This design comes from an exercise in tuning for small area and a short achievable clock period on the open sky130 flow, not from production work.
No functional check of the RTL was part of this run.

==> flow/design.v <==
module fox_cond (
    input  wire [3:0] cond,
    input  wire [4:0] flg,       
    output reg        holds
);
    wire tf = flg[4];
    wire n  = flg[3];
    wire z  = flg[2];
    wire c  = flg[1];
    wire v  = flg[0];
    always @(*) begin
        case (cond)
            4'd0:  holds = 1'b1;             
            4'd1:  holds = z;                
            4'd2:  holds = !z;               
            4'd3:  holds = c;                
            4'd4:  holds = !c;               
            4'd5:  holds = n;                
            4'd6:  holds = !n;               
            4'd7:  holds = v;                
            4'd8:  holds = !v;               
            4'd9:  holds = c && !z;          
            4'd10: holds = !c || z;          
            4'd11: holds = (n == v);         
            4'd12: holds = (n != v);         
            4'd13: holds = !z && (n == v);   
            4'd14: holds = z || (n != v);    
            default: holds = tf;             
        endcase
    end
endmodule
module fox_dec #(
    parameter LONG   = 1,
    parameter SLOT_B = 0
) (
    input  wire [46:0] word,
    output reg  [3:0]  cond,
    output reg  [5:0]  opc,
    output reg  [3:0]  rd,
    output reg  [3:0]  ra,
    output reg  [3:0]  rb,
    output reg  [23:0] imm,
    output reg         b_imm,      
    output reg         ill,        
    output reg         dst_w,      
    output reg         dst_flg,
    output reg         dst_tf,
    output reg         dst_mul
);
    reg [6:0] lop;
    function automatic writes_wd(input [5:0] o);
        writes_wd = (o >= 6'h01 && o <= 6'h0C) || o == 6'h0F ||
                    (o >= 6'h11 && o <= 6'h1C) || o == 6'h1F ||
                    (o >= 6'h20 && o <= 6'h2D) || o == 6'h36 || o == 6'h3C;
    endfunction
    function automatic writes_flg(input [5:0] o);
        writes_flg = (o >= 6'h01 && o <= 6'h0E) || (o >= 6'h11 && o <= 6'h1E) ||
                     (o >= 6'h20 && o <= 6'h2B) || o == 6'h2E || o == 6'h36;
    endfunction
    always @(*) begin
        cond  = 4'd0;
        opc   = 6'h00;
        rd    = 4'd0;
        ra    = 4'd0;
        rb    = 4'd0;
        imm   = 24'd0;
        b_imm = 1'b0;
        ill   = 1'b0;
        lop   = 7'h00;
        if (LONG) begin
            cond = word[46:43];
            lop  = word[42:36];
            opc  = lop[5:0];
            if (lop == 7'h00) begin
                ill = (word[35:0] != 36'd0);
            end else if ((lop >= 7'h01 && lop <= 7'h0F) || (lop >= 7'h20 && lop <= 7'h23) ||
                         (lop >= 7'h28 && lop <= 7'h2B)) begin
                rd  = word[35:32];
                ra  = word[31:28];
                rb  = word[27:24];
                ill = (word[23:0] != 24'd0);
                if ((lop == 7'h0D || lop == 7'h0E) && rd != 4'd0) ill = 1'b1;
                if ((lop == 7'h0F || (lop >= 7'h28 && lop <= 7'h2B)) && rb != 4'd0) ill = 1'b1;
            end else if (lop >= 7'h11 && lop <= 7'h1F) begin
                rd    = word[35:32];
                ra    = word[31:28];
                imm   = word[23:0];
                b_imm = 1'b1;
                ill   = (word[27:24] != 4'd0);
                if ((lop == 7'h1D || lop == 7'h1E) && rd != 4'd0) ill = 1'b1;
                if (lop == 7'h1F && ra != 4'd0) ill = 1'b1;
            end else if ((lop >= 7'h24 && lop <= 7'h27) || (lop >= 7'h2C && lop <= 7'h2E)) begin
                rd    = word[35:32];
                ra    = word[31:28];
                imm   = {19'd0, word[4:0]};
                b_imm = 1'b1;
                ill   = (word[27:24] != 4'd0) || (word[23:5] != 19'd0) || (word[4:0] >= 5'd24);
                if (lop == 7'h2E && rd != 4'd0) ill = 1'b1;
            end else if (lop == 7'h2F) begin
                imm   = {20'd0, word[27:24]};
                b_imm = 1'b1;
                ill   = (word[35:28] != 8'd0) || (word[23:0] != 24'd0);
            end else if (lop >= 7'h30 && lop <= 7'h35) begin
                ra  = word[31:28];
                rb  = word[27:24];
                ill = (word[35:32] != 4'd0) || (word[23:0] != 24'd0);
            end else if (lop == 7'h36) begin
                rd    = word[35:32];
                imm   = {18'd0, word[5:0]};
                b_imm = 1'b1;
                ill   = (word[31:6] != 26'd0) || (word[5:0] >= 6'd48);
            end else if (lop == 7'h3C || lop == 7'h3D) begin
                rd    = word[35:32];
                ra    = word[35:32];
                imm   = {20'd0, word[27:24]};
                b_imm = 1'b1;
                ill   = (word[31:28] != 4'd0) || (word[23:0] != 24'd0) ||
                        !(word[27:24] == 4'd0 || (word[27:24] >= 4'd6 && word[27:24] <= 4'd8));
            end else begin
                ill = 1'b1;
            end
        end else begin
            cond = (word[22:20] == 3'd7) ? 4'd15 : {1'b0, word[22:20]};
            opc  = word[19:14];
            if (opc == 6'h00) begin
                ill = (word[13:0] != 14'd0);
            end else if ((opc >= 6'h01 && opc <= 6'h0F) || (opc >= 6'h20 && opc <= 6'h23) ||
                         (opc >= 6'h28 && opc <= 6'h2B)) begin
                rd  = word[13:10];
                ra  = word[9:6];
                rb  = word[5:2];
                ill = (word[1:0] != 2'd0);
                if ((opc == 6'h0D || opc == 6'h0E) && rd != 4'd0) ill = 1'b1;
                if ((opc == 6'h0F || (opc >= 6'h28 && opc <= 6'h2B)) && rb != 4'd0) ill = 1'b1;
            end else if (opc >= 6'h11 && opc <= 6'h1F) begin
                rd    = word[13:10];
                ra    = word[13:10];
                imm   = {{14{word[9]}}, word[9:0]};
                b_imm = 1'b1;
            end else if ((opc >= 6'h24 && opc <= 6'h27) || (opc >= 6'h2C && opc <= 6'h2E)) begin
                rd    = word[13:10];
                ra    = word[9:6];
                imm   = {19'd0, word[5:1]};
                b_imm = 1'b1;
                ill   = word[0] || (word[5:1] >= 5'd24);
                if (opc == 6'h2E && rd != 4'd0) ill = 1'b1;
            end else if (opc >= 6'h30 && opc <= 6'h35) begin
                ra  = word[9:6];
                rb  = word[5:2];
                ill = (word[13:10] != 4'd0) || (word[1:0] != 2'd0);
            end else if (opc == 6'h3C || opc == 6'h3D) begin
                rd    = word[13:10];
                ra    = word[13:10];
                imm   = {20'd0, word[9:6]};
                b_imm = 1'b1;
                ill   = (word[5:0] != 6'd0) ||
                        !(word[9:6] == 4'd0 || (word[9:6] >= 4'd6 && word[9:6] <= 4'd8));
            end else begin
                ill = 1'b1;
            end
            if (SLOT_B && (opc == 6'h0D || opc == 6'h0E || opc == 6'h1D || opc == 6'h1E))
                ill = 1'b1;
        end
        dst_w   = writes_wd(opc);
        dst_flg = (writes_flg(opc) && !SLOT_B) || (opc == 6'h3D && imm[3:0] == 4'd0);
        dst_tf  = (opc == 6'h2E) || (opc == 6'h2F) || (opc == 6'h3D && imm[3:0] == 4'd0);
        dst_mul = (opc >= 6'h30 && opc <= 6'h35) ||
                  (opc == 6'h3D && imm[3:0] >= 4'd6 && imm[3:0] <= 4'd8);
    end
endmodule
module fox_alu #(
    parameter LONG_OPS = 1           
) (
    input  wire [5:0]  opc,
    input  wire [23:0] a,
    input  wire [23:0] b,
    input  wire [4:0]  flg,          
    input  wire [71:0] acc,          
    output reg  [23:0] d,
    output reg  [4:0]  fmask,        
    output reg  [4:0]  fval          
);
    wire cin = flg[1];
    wire [5:0] bop = (opc >= 6'h11 && opc <= 6'h1E) ? (opc - 6'h10) : opc;
    reg  [23:0] add_x, add_y;
    reg         add_c;
    reg         is_sub;
    wire [24:0] add_r = {1'b0, add_x} + {1'b0, add_y} + {24'd0, add_c};
    wire [23:0] add_d = add_r[23:0];
    wire lt_s = ($signed(a) < $signed(b));
    wire lt_u = (a < b);
    wire tfc_holds;
    fox_cond u_tfc (.cond(b[3:0]), .flg(flg), .holds(tfc_holds));
    reg [4:0] clz;
    integer i;
    always @(*) begin
        clz = 5'd24;
        for (i = 0; i < 24; i = i + 1)
            if (a[i]) clz = 5'd23 - i[4:0];
    end
    wire [4:0]  n = b[4:0];
    reg  [23:0] sh_d;
    reg         sh_c;
    reg         sh_cw;           
    reg  [4:0]  t;
    always @(*) begin
        sh_d  = a;
        sh_c  = 1'b0;
        sh_cw = 1'b0;
        t     = (n >= 5'd24) ? (n - 5'd24) : n;
        case (bop[1:0])
            2'd0: begin  
                if (n == 5'd0) begin
                    sh_d = a;
                end else if (n <= 5'd24) begin
                    sh_d  = a << n;
                    sh_c  = a[5'd24 - n];
                    sh_cw = 1'b1;
                end else begin
                    sh_d  = 24'd0;
                    sh_c  = 1'b0;
                    sh_cw = 1'b1;
                end
            end
            2'd1: begin  
                if (n == 5'd0) begin
                    sh_d = a;
                end else if (n <= 5'd24) begin
                    sh_d  = a >> n;
                    sh_c  = a[n - 5'd1];
                    sh_cw = 1'b1;
                end else begin
                    sh_d  = 24'd0;
                    sh_c  = 1'b0;
                    sh_cw = 1'b1;
                end
            end
            2'd2: begin  
                if (n == 5'd0) begin
                    sh_d = a;
                end else if (n <= 5'd23) begin
                    sh_d  = $signed(a) >>> n;
                    sh_c  = a[n - 5'd1];
                    sh_cw = 1'b1;
                end else begin
                    sh_d  = {24{a[23]}};
                    sh_c  = a[23];
                    sh_cw = 1'b1;
                end
            end
            default: begin  
                if (t == 5'd0) begin
                    sh_d = a;
                end else begin
                    sh_d  = (a >> t) | (a << (5'd24 - t));
                    sh_c  = sh_d[23];
                    sh_cw = 1'b1;
                end
            end
        endcase
    end
    wire [71:0] exa_t   = $signed(acc) >>> b[5:0];
    wire        exa_ok  = (exa_t[71:23] == {49{1'b0}}) || (exa_t[71:23] == {49{1'b1}});
    wire [23:0] exa_d   = exa_ok ? exa_t[23:0] : (exa_t[71] ? 24'h800000 : 24'h7FFFFF);
    reg [23:0] sp_d;
    always @(*) begin
        case (b[3:0])
            4'd0:    sp_d = {19'd0, flg};
            4'd6:    sp_d = acc[23:0];
            4'd7:    sp_d = acc[47:24];
            default: sp_d = acc[71:48];
        endcase
    end
    reg c_new, v_new;
    always @(*) begin
        add_x  = a;
        add_y  = b;
        add_c  = 1'b0;
        is_sub = 1'b0;
        case (bop)
            6'h02: add_c = cin;
            6'h03, 6'h0D: begin add_y = ~b; add_c = 1'b1; is_sub = 1'b1; end
            6'h04: begin add_y = ~b; add_c = cin; is_sub = 1'b1; end
            6'h28: begin add_x = 24'd0; add_y = ~a; add_c = 1'b1; is_sub = 1'b1; end
            default: ;
        endcase
    end
    always @(*) begin
        d     = 24'd0;
        fmask = 5'b00000;
        c_new = 1'b0;
        v_new = 1'b0;
        case (bop)
            6'h01, 6'h02, 6'h03, 6'h04, 6'h0D, 6'h28: begin
                d     = add_d;
                c_new = add_r[24];
                if (is_sub)
                    v_new = (add_x[23] != ~add_y[23]) && (add_d[23] != add_x[23]);
                else
                    v_new = (add_x[23] == add_y[23]) && (add_d[23] != add_x[23]);
                fmask = 5'b01111;
            end
            6'h05, 6'h0E: begin d = a & b;  fmask = 5'b01100; end
            6'h06:        begin d = a | b;  fmask = 5'b01100; end
            6'h07:        begin d = a ^ b;  fmask = 5'b01100; end
            6'h08:        begin d = a & ~b; fmask = 5'b01100; end
            6'h09:        begin d = lt_s ? a : b;  fmask = 5'b01100; end   
            6'h0A:        begin d = lt_s ? b : a;  fmask = 5'b01100; end   
            6'h0B:        begin d = lt_u ? a : b;  fmask = 5'b01100; end   
            6'h0C:        begin d = lt_u ? b : a;  fmask = 5'b01100; end   
            6'h0F:        begin d = a; end                                 
            6'h1F:        begin d = b; end                                 
            6'h20, 6'h21, 6'h22, 6'h23, 6'h24, 6'h25, 6'h26, 6'h27: begin
                d     = sh_d;
                c_new = sh_c;
                fmask = {3'b011, sh_cw, 1'b0};
            end
            6'h29:        begin d = ~a; fmask = 5'b01100; end              
            6'h2A: begin                                                   
                if (a == 24'h800000) begin
                    d = 24'h7FFFFF; v_new = 1'b1;
                end else if (a[23]) begin
                    d = 24'd0 - a;
                end else begin
                    d = a;
                end
                fmask = 5'b01101;
            end
            6'h2B:        begin d = {19'd0, clz}; fmask = 5'b01100; end    
            6'h2C:        begin d = a | (24'd1 << n); end                  
            6'h2D:        begin d = a & ~(24'd1 << n); end                 
            6'h2E:        begin d = a; fmask = 5'b10100; end               
            6'h2F:        begin if (LONG_OPS) fmask = 5'b10000; end        
            6'h36: begin                                                   
                if (LONG_OPS) begin
                    d     = exa_d;
                    v_new = !exa_ok;
                    fmask = 5'b01101;
                end
            end
            6'h3C:        begin d = sp_d; end                              
            default: ;
        endcase
        fval[4] = (bop == 6'h2F) ? tfc_holds : a[n];
        fval[3] = (bop == 6'h2B) ? 1'b0 : d[23];
        fval[2] = (bop == 6'h2E) ? !a[n] : (d == 24'd0);
        fval[1] = c_new;
        fval[0] = v_new;
    end
endmodule
module fox_xu (
    input  wire        clk,
    input  wire        rst,           
    input  wire        in_valid,
    input  wire [47:0] in_word,
    output reg         wa_en,
    output reg  [3:0]  wa_idx,
    output reg  [23:0] wa_data,
    output reg         wb_en,
    output reg  [3:0]  wb_idx,
    output reg  [23:0] wb_data,
    output reg         trap,
    output reg  [1:0]  trap_cause,    
    output reg  [4:0]  flg,           
    output reg  [71:0] acc            
);
    reg [23:0] w [0:15];
    reg        s1_v, s2_v;
    reg [71:0] s1_r, s2_r;
    wire is_long = !in_word[47];
    wire [3:0]  l_cond, a_cond, b_cond;
    wire [5:0]  l_opc,  a_opc,  b_opc;
    wire [3:0]  l_rd, l_ra, l_rb, a_rd, a_ra, a_rb, b_rd, b_ra, b_rb;
    wire [23:0] l_imm, a_imm, b_imm;
    wire        l_bi, a_bi, b_bi;
    wire        l_ill, a_ill, b_ill;
    wire        l_dw, l_df, l_dt, l_dm;
    wire        a_dw, a_df, a_dt, a_dm;
    wire        b_dw, b_df, b_dt, b_dm;
    fox_dec #(.LONG(1), .SLOT_B(0)) u_dec_l (
        .word(in_word[46:0]), .cond(l_cond), .opc(l_opc), .rd(l_rd), .ra(l_ra), .rb(l_rb),
        .imm(l_imm), .b_imm(l_bi), .ill(l_ill),
        .dst_w(l_dw), .dst_flg(l_df), .dst_tf(l_dt), .dst_mul(l_dm));
    fox_dec #(.LONG(0), .SLOT_B(0)) u_dec_a (
        .word({24'd0, in_word[46:24]}), .cond(a_cond), .opc(a_opc), .rd(a_rd), .ra(a_ra), .rb(a_rb),
        .imm(a_imm), .b_imm(a_bi), .ill(a_ill),
        .dst_w(a_dw), .dst_flg(a_df), .dst_tf(a_dt), .dst_mul(a_dm));
    fox_dec #(.LONG(0), .SLOT_B(1)) u_dec_b (
        .word({24'd0, in_word[23:1]}), .cond(b_cond), .opc(b_opc), .rd(b_rd), .ra(b_ra), .rb(b_rb),
        .imm(b_imm), .b_imm(b_bi), .ill(b_ill),
        .dst_w(b_dw), .dst_flg(b_df), .dst_tf(b_dt), .dst_mul(b_dm));
    wire [3:0]  x_cond = is_long ? l_cond : a_cond;
    wire [5:0]  x_opc  = is_long ? l_opc  : a_opc;
    wire [3:0]  x_rd   = is_long ? l_rd   : a_rd;
    wire [3:0]  x_ra   = is_long ? l_ra   : a_ra;
    wire [3:0]  x_rb   = is_long ? l_rb   : a_rb;
    wire [23:0] x_imm  = is_long ? l_imm  : a_imm;
    wire        x_bi   = is_long ? l_bi   : a_bi;
    wire        x_dw   = is_long ? l_dw   : a_dw;
    wire        y_live = !is_long;
    wire ill      = is_long ? l_ill : (a_ill || b_ill || in_word[0]);
    wire conflict = !is_long && !ill &&
                    ((a_dw && b_dw && a_rd == b_rd) || (a_df && b_df) ||
                     (a_dt && b_dt) || (a_dm && b_dm));
    wire word_ok  = in_valid && !ill && !conflict;
    wire x_holds, y_holds;
    fox_cond u_cond_x (.cond(x_cond), .flg(flg), .holds(x_holds));
    fox_cond u_cond_y (.cond(b_cond), .flg(flg), .holds(y_holds));
    wire x_ex = word_ok && x_holds;
    wire y_ex = word_ok && y_live && y_holds;
    wire [23:0] x_a = w[x_ra];
    wire [23:0] x_b = x_bi ? x_imm : w[x_rb];
    wire [23:0] y_a = w[b_ra];
    wire [23:0] y_b = b_bi ? b_imm : w[b_rb];
    wire [23:0] x_d, y_d;
    wire [4:0]  x_fm, x_fv, y_fm, y_fv;
    fox_alu #(.LONG_OPS(1)) u_alu_x (
        .opc(x_opc), .a(x_a), .b(x_b), .flg(flg), .acc(acc),
        .d(x_d), .fmask(x_fm), .fval(x_fv));
    fox_alu #(.LONG_OPS(0)) u_alu_y (
        .opc(b_opc), .a(y_a), .b(y_b), .flg(flg), .acc(acc),
        .d(y_d), .fmask(y_fm), .fval(y_fv));
    wire [4:0] y_fm_b = y_fm & 5'b10000;
    wire x_mw = x_ex && (x_opc == 6'h3D);
    wire y_mw = y_ex && y_live && (b_opc == 6'h3D);
    wire        flg_w   = (x_mw && x_imm[3:0] == 4'd0) || (y_mw && b_imm[3:0] == 4'd0);
    wire [4:0]  flg_val = (x_mw && x_imm[3:0] == 4'd0) ? x_a[4:0] : y_a[4:0];
    wire        acc_w   = (x_mw && x_imm[3:0] != 4'd0) || (y_mw && b_imm[3:0] != 4'd0);
    wire [3:0]  acc_sp  = (x_mw && x_imm[3:0] != 4'd0) ? x_imm[3:0] : b_imm[3:0];
    wire [23:0] acc_val = (x_mw && x_imm[3:0] != 4'd0) ? x_a : y_a;
    wire x_mul = (x_opc >= 6'h30 && x_opc <= 6'h35);
    wire y_mul = y_live && (b_opc >= 6'h30 && b_opc <= 6'h35);
    wire        m_issue = (x_ex && x_mul) || (y_ex && y_mul);
    wire [5:0]  m_opc   = x_mul ? x_opc : b_opc;
    wire [23:0] m_a     = x_mul ? x_a : y_a;
    wire [23:0] m_b     = x_mul ? w[x_rb] : w[b_rb];
    wire        m_signed = (m_opc != 6'h31) && (m_opc != 6'h33);
    wire signed [24:0] m_xa = {m_signed & m_a[23], m_a};
    wire signed [24:0] m_xb = {m_signed & m_b[23], m_b};
    wire signed [49:0] m_p  = m_xa * m_xb;
    wire [71:0] m_p72 = {{22{m_p[49]}}, m_p};
    wire [71:0] m_base = s1_v ? s1_r : (s2_v ? s2_r : acc);
    reg [71:0] m_res;
    always @(*) begin
        case (m_opc)
            6'h30, 6'h31: m_res = {m_base[71:48], m_p[47:0]};    
            6'h32, 6'h33: m_res = m_base + m_p72;                
            6'h34:        m_res = m_base - m_p72;                
            default:      m_res = m_p72;                         
        endcase
    end
    integer k;
    always @(posedge clk) begin
        if (rst) begin
            for (k = 0; k < 16; k = k + 1)
                w[k] <= 24'd0;
            flg        <= 5'd0;
            acc        <= 72'd0;
            s1_v       <= 1'b0;
            s1_r       <= 72'd0;
            s2_v       <= 1'b0;
            s2_r       <= 72'd0;
            wa_en      <= 1'b0;
            wa_idx     <= 4'd0;
            wa_data    <= 24'd0;
            wb_en      <= 1'b0;
            wb_idx     <= 4'd0;
            wb_data    <= 24'd0;
            trap       <= 1'b0;
            trap_cause <= 2'd0;
        end else begin
            if (x_ex && x_dw)
                w[x_rd] <= x_d;
            if (y_ex && b_dw)
                w[b_rd] <= y_d;
            if (flg_w)
                flg <= flg_val;
            else
                flg <= (flg & ~((x_ex ? x_fm : 5'd0) | (y_ex ? y_fm_b : 5'd0)))
                     | ((x_ex ? x_fm & x_fv : 5'd0) | (y_ex ? y_fm_b & y_fv : 5'd0));
            s1_v <= m_issue;
            s1_r <= m_res;
            s2_v <= s1_v;
            s2_r <= s1_r;
            if (s2_v)
                acc <= s2_r;
            else if (acc_w && acc_sp == 4'd6)
                acc[23:0] <= acc_val;
            else if (acc_w && acc_sp == 4'd7)
                acc[47:24] <= acc_val;
            else if (acc_w && acc_sp == 4'd8)
                acc[71:48] <= acc_val;
            wa_en      <= x_ex && x_dw;
            wa_idx     <= x_rd;
            wa_data    <= x_d;
            wb_en      <= y_ex && b_dw;
            wb_idx     <= b_rd;
            wb_data    <= y_d;
            trap       <= in_valid && (ill || conflict);
            trap_cause <= ill ? 2'd1 : 2'd2;
        end
    end
endmodule
==> flow/run.sh <==
#!/bin/bash
# synth_recipe.tcl (not shown) runs the flow's synth.tcl, then flattens the netlist and writes it again
# the make line also repeats each setting of config.mk as NAME=value (left out here)
make -C /OpenROAD-flow-scripts/flow DESIGN_CONFIG=/design/flow/config.mk WORK_HOME=/design/flow/orfs CLKGATE_MAP_FILE= SYNTH_SCRIPT=/design/flow/synth_recipe.tcl finish
==> flow/config.mk <==
export PLATFORM = sky130hd
export DESIGN_NAME = fox_xu
export DESIGN_NICKNAME = fox_xu
export VERILOG_FILES = /design/flow/design.v
export SDC_FILE = /design/flow/constraint.sdc
export NUM_CORES = 4
export LEC_CHECK = 0
export CAP_MARGIN = 20
export CELL_PAD_IN_SITES_DETAIL_PLACEMENT = 1
export CELL_PAD_IN_SITES_GLOBAL_PLACEMENT = 2
export CORE_MARGIN = 2
export CORE_UTILIZATION = 30
export PLACE_DENSITY = 0.5
export SLEW_MARGIN = 20
==> flow/constraint.sdc <==
create_clock -name core_clock -period 21.0 [get_ports {clk}]
set_input_delay 4.2000 -clock core_clock [delete_from_list [all_inputs] [get_ports {clk}]]
set_output_delay 4.2000 -clock core_clock [all_outputs]
set_load 0.01 [all_outputs]
==> run notes <==
worst max-delay path by stage:
stage                      startpoint                  end  cells past startpoint
after floorplan           in_word[20]  s1_r[70]$_SDFF_PP0_                     60
after global placement    in_word[20]  s1_r[69]$_SDFF_PP0_                     70
after detailed placement  in_word[19]  s1_r[70]$_SDFF_PP0_                     61
after CTS                 in_word[19]  s1_r[70]$_SDFF_PP0_                     65
after global routing      in_word[20]  s1_r[69]$_SDFF_PP0_                     68
final                     in_word[43]  s1_r[71]$_SDFF_PP0_                     59
sequential cells by signal (all words and copies together), names as in the netlist:
signal      flops
w             384
acc            72
s1_r           72
s2_r           72
wa_data        24
wb_data        24
flg             5
wa_idx          4
wb_idx          4
trap_cause      2
s1_v            1
s2_v            1
trap            1
wa_en           1
wb_en           1
layer usage:
layer	vias up	wire length (um)
li1	48675	-
met1	62895	324000
met2	8485	305000
met3	1979	97000
met4	42	61700
met5	-	512
cells by family after synthesis:
logic type / synth area share [%]
muxes: 7.24
DFF: 17.1
buffers and inverters: 7.88
AOI/OAI and AO/OA: 28.7
adders and majority gates: 17.4
xor gates and xnor gates: 1.98
and+or+nand+nor: 19.8
what timing repair did:
item	CTS	global route
setup buffers	0	16
endpoints found under the setup margin	0	11
gates resized for setup	0	45
endpoints found under the hold margin	0	0
Yosys cell counts, drive strengths merged, types with 51 or more instances:
library cell | count | share of area (%)
a211oi | 279 | 2.1
a21o | 154 | 1.1
a21oi | 795 | 4.0
a221oi | 55 | 0.50
a222oi | 104 | 1.0
a22o | 135 | 1.2
a22oi | 156 | 1.2
a311oi | 154 | 1.3
a31oi | 217 | 1.3
a32oi | 69 | 0.61
and2 | 198 | 1.2
and3 | 215 | 1.3
buf | 331 | 1.6
clkbuf | 836 | 3.1
dfxtp | 284 | 5.6
edfxtp | 384 | 11
fa | 663 | 13
ha | 337 | 4.2
inv | 843 | 3.2
mux2 | 93 | 1.0
mux2i | 431 | 4.3
mux4 | 85 | 1.9
nand2 | 1884 | 7.0
nand2b | 66 | 0.41
nand3 | 398 | 2.0
nor2 | 1029 | 3.9
nor2b | 136 | 0.85
nor3 | 203 | 1.0
o211ai | 241 | 1.8
o21a | 51 | 0.39
o21ai | 824 | 4.1
o221ai | 84 | 0.74
o22ai | 201 | 1.2
o2bb2ai | 183 | 1.6
o31ai | 57 | 0.44
or3 | 76 | 0.47
xnor2 | 169 | 1.5
xor2 | 58 | 0.50
final cells by class:
type                       instances  area share (%)
antenna                           47          0.0995
multi-input combinational      10456            65.2
inverter                         857            2.74
clock buffer                     115            2.11
tap                             4387            4.64
sequential                       668            14.6
clock inverter                    49           0.363
timing repair buffer            1436            10.3
stage by stage:
step / cells / area, um^2 / util [%]
after detailed placement: 17784 / 115000 / 34.4
after CTS: 17948 / 118000 / 35.3
after global routing: 17978 / 118000 / 35.4
after floorplan: 13147 / 101000 / -
after global placement: 17780 / 115000 / 34.4
final: 18015 / 118000 / 35.4
==> impl_metrics.toml <==
[worst_setup_path]
rrSetupSlack_ns = 6.27
r2r_end = "s1_r[71]$_SDFF_PP0_"
criticalPathCategory = "input port to register"
slowest_stage = "o311ai_0"
cp.buffers_inverters = 14
end_kind = "register"
worstPathArrival_ns = 21.28
cp.required_ns = 21.70
r2r_start = "w[9][21]$_DFFE_PP_"
cp_top_family = "compound AO/OA/AOI/OAI gates"
cp-start-kind = "input port"
cpPeakStageDelay_ns = 1.05
worst-r2r-cell-count = 51
cp_max_fo = 18

[sta]
hold-worst-slack_ns = 0.439
hold_viol = 0
tns_ns = 0
period_needed_ns = 20.58
max_freq_mhz = 48.6
max-slew-margin-rel_pct = 13.0
slew_violations = 0
finalCritPeriodShare_pct = 98.0
skew_ns = 0.119
fin_ws_ns = 0.419
setup-violations-final = 0
max_slew.worst_pin.slew_ns = 1.31

[floorplanning]
rows = 212
start_util_pct = 30.2
core_area_um2 = 334000
die-area_um2 = 340000
die_height_um = 583
die_w_um = 583
io_pins = 189

[clock_tree]
path_clk_slew_ns = 0.06
cts_tree = "yes"
clk_latency_ns = 0.90
h-tree-depth = 3
holdBufCountCts = 0
cts_made_buffers = 93
cts_sinks = 668
clockRootBuffer = "clkbuf_16"
cts_buffer_depth = 4

[grt]
grt.met1_usage_pct = 60.1
grt_pass1_wl_um = 1060000
busiest_layer = "met2"
grt_use_met3_pct = 14.8
grt_pass1_vias = 118848
grt.met2_usage_pct = 60.7
grt.total_usage_pct = 44.9
antenna_found_initial = 93
grt_overflow = 0
grt_max_degree = 109

[run]
cap_violations = 0

[place]
port_buffers = 188
place_ws_ns = -0.535
place_congestion = 1.04
dp_hpwl_um = 608000

[yosys]
avgSynthCellArea_um2 = 7.65
ys_warn_count = 7
synthArstFlopShare_pct = 0
synth_cells = 13147
synthesis.nets = 14198
synth_seq_cells = 668
synth-edff-count = 384
syn_area_um2 = 101000
ys_seq_area_share_pct = 17.1
synth_top_flop_cell = "edfxtp_1"
ys_types = 115

[final_layout]
n_fill_cell = 39720
seqCellArea_um2 = 17200
multi_input_area_um2 = 77000
final_common_cell = "nand2_1"
final_layout_size_suffix_gt1_share_pct = 14.2
synthToLayoutAreaGrowth_pct = 17.4
mostFrequentLayoutCells = "nand2_1 (1,866), buf_4 (1,167), nor2_1 (1,005), inv_1 (826), a21oi_1 (779)"
final_nets = 14563

[routing]
vias = 122076
antenna_left = 0
drc = 0
vias_per_cell = 6.78
routedWlPerCell_um = 43.8
drt_pass1_iterations = 9
first_iter_violations = 18339
drt_wl_total_um = 789000

[run_status]
status = "timing/DRC/antenna clean"

[hold_path]
min_from = "s1_r[11]$_SDFF_PP0_"
min_path_cells = 1
hold_class = "register to register"
worstHoldEndpoint = "s2_r[11]$_SDFF_PP0_"

[static timing again, ports no longer ideal]
The results above use ideal ports. As a check the final layout listed here was re-extracted and re-timed, cells and wires unchanged.
Step 1 (the two cells are an assumption about what drives the block):
set clk [get_ports {clk}]
set_driving_cell -lib_cell sky130_fd_sc_hd__clkbuf_16 $clk
set_driving_cell -lib_cell sky130_fd_sc_hd__buf_2 [delete_from_list [all_inputs] $clk]
Step 2 times the ports against the registers' clock, not the clock port: input delays grow and output delays shrink by t, the midpoint of the rising clock arrivals with the driver on.
Slacks: ideal ports / drivers / drivers and shift; pairs: ideal ports / drivers.
t, ns: 0.966
setup slack, ns: 0.419 / 0.401 / -0.565
latest minus earliest clock arrival (ns): 0.119 / 0.119
worst register clock-pin slew, ns: 0.09 / 0.09
cell pins on the clock port's net: 1
With both steps, setup timing fails in this run, where it was met with ideal ports. The setup slack of this run moves by -0.018 ns with the drivers and by -0.984 ns with both steps.
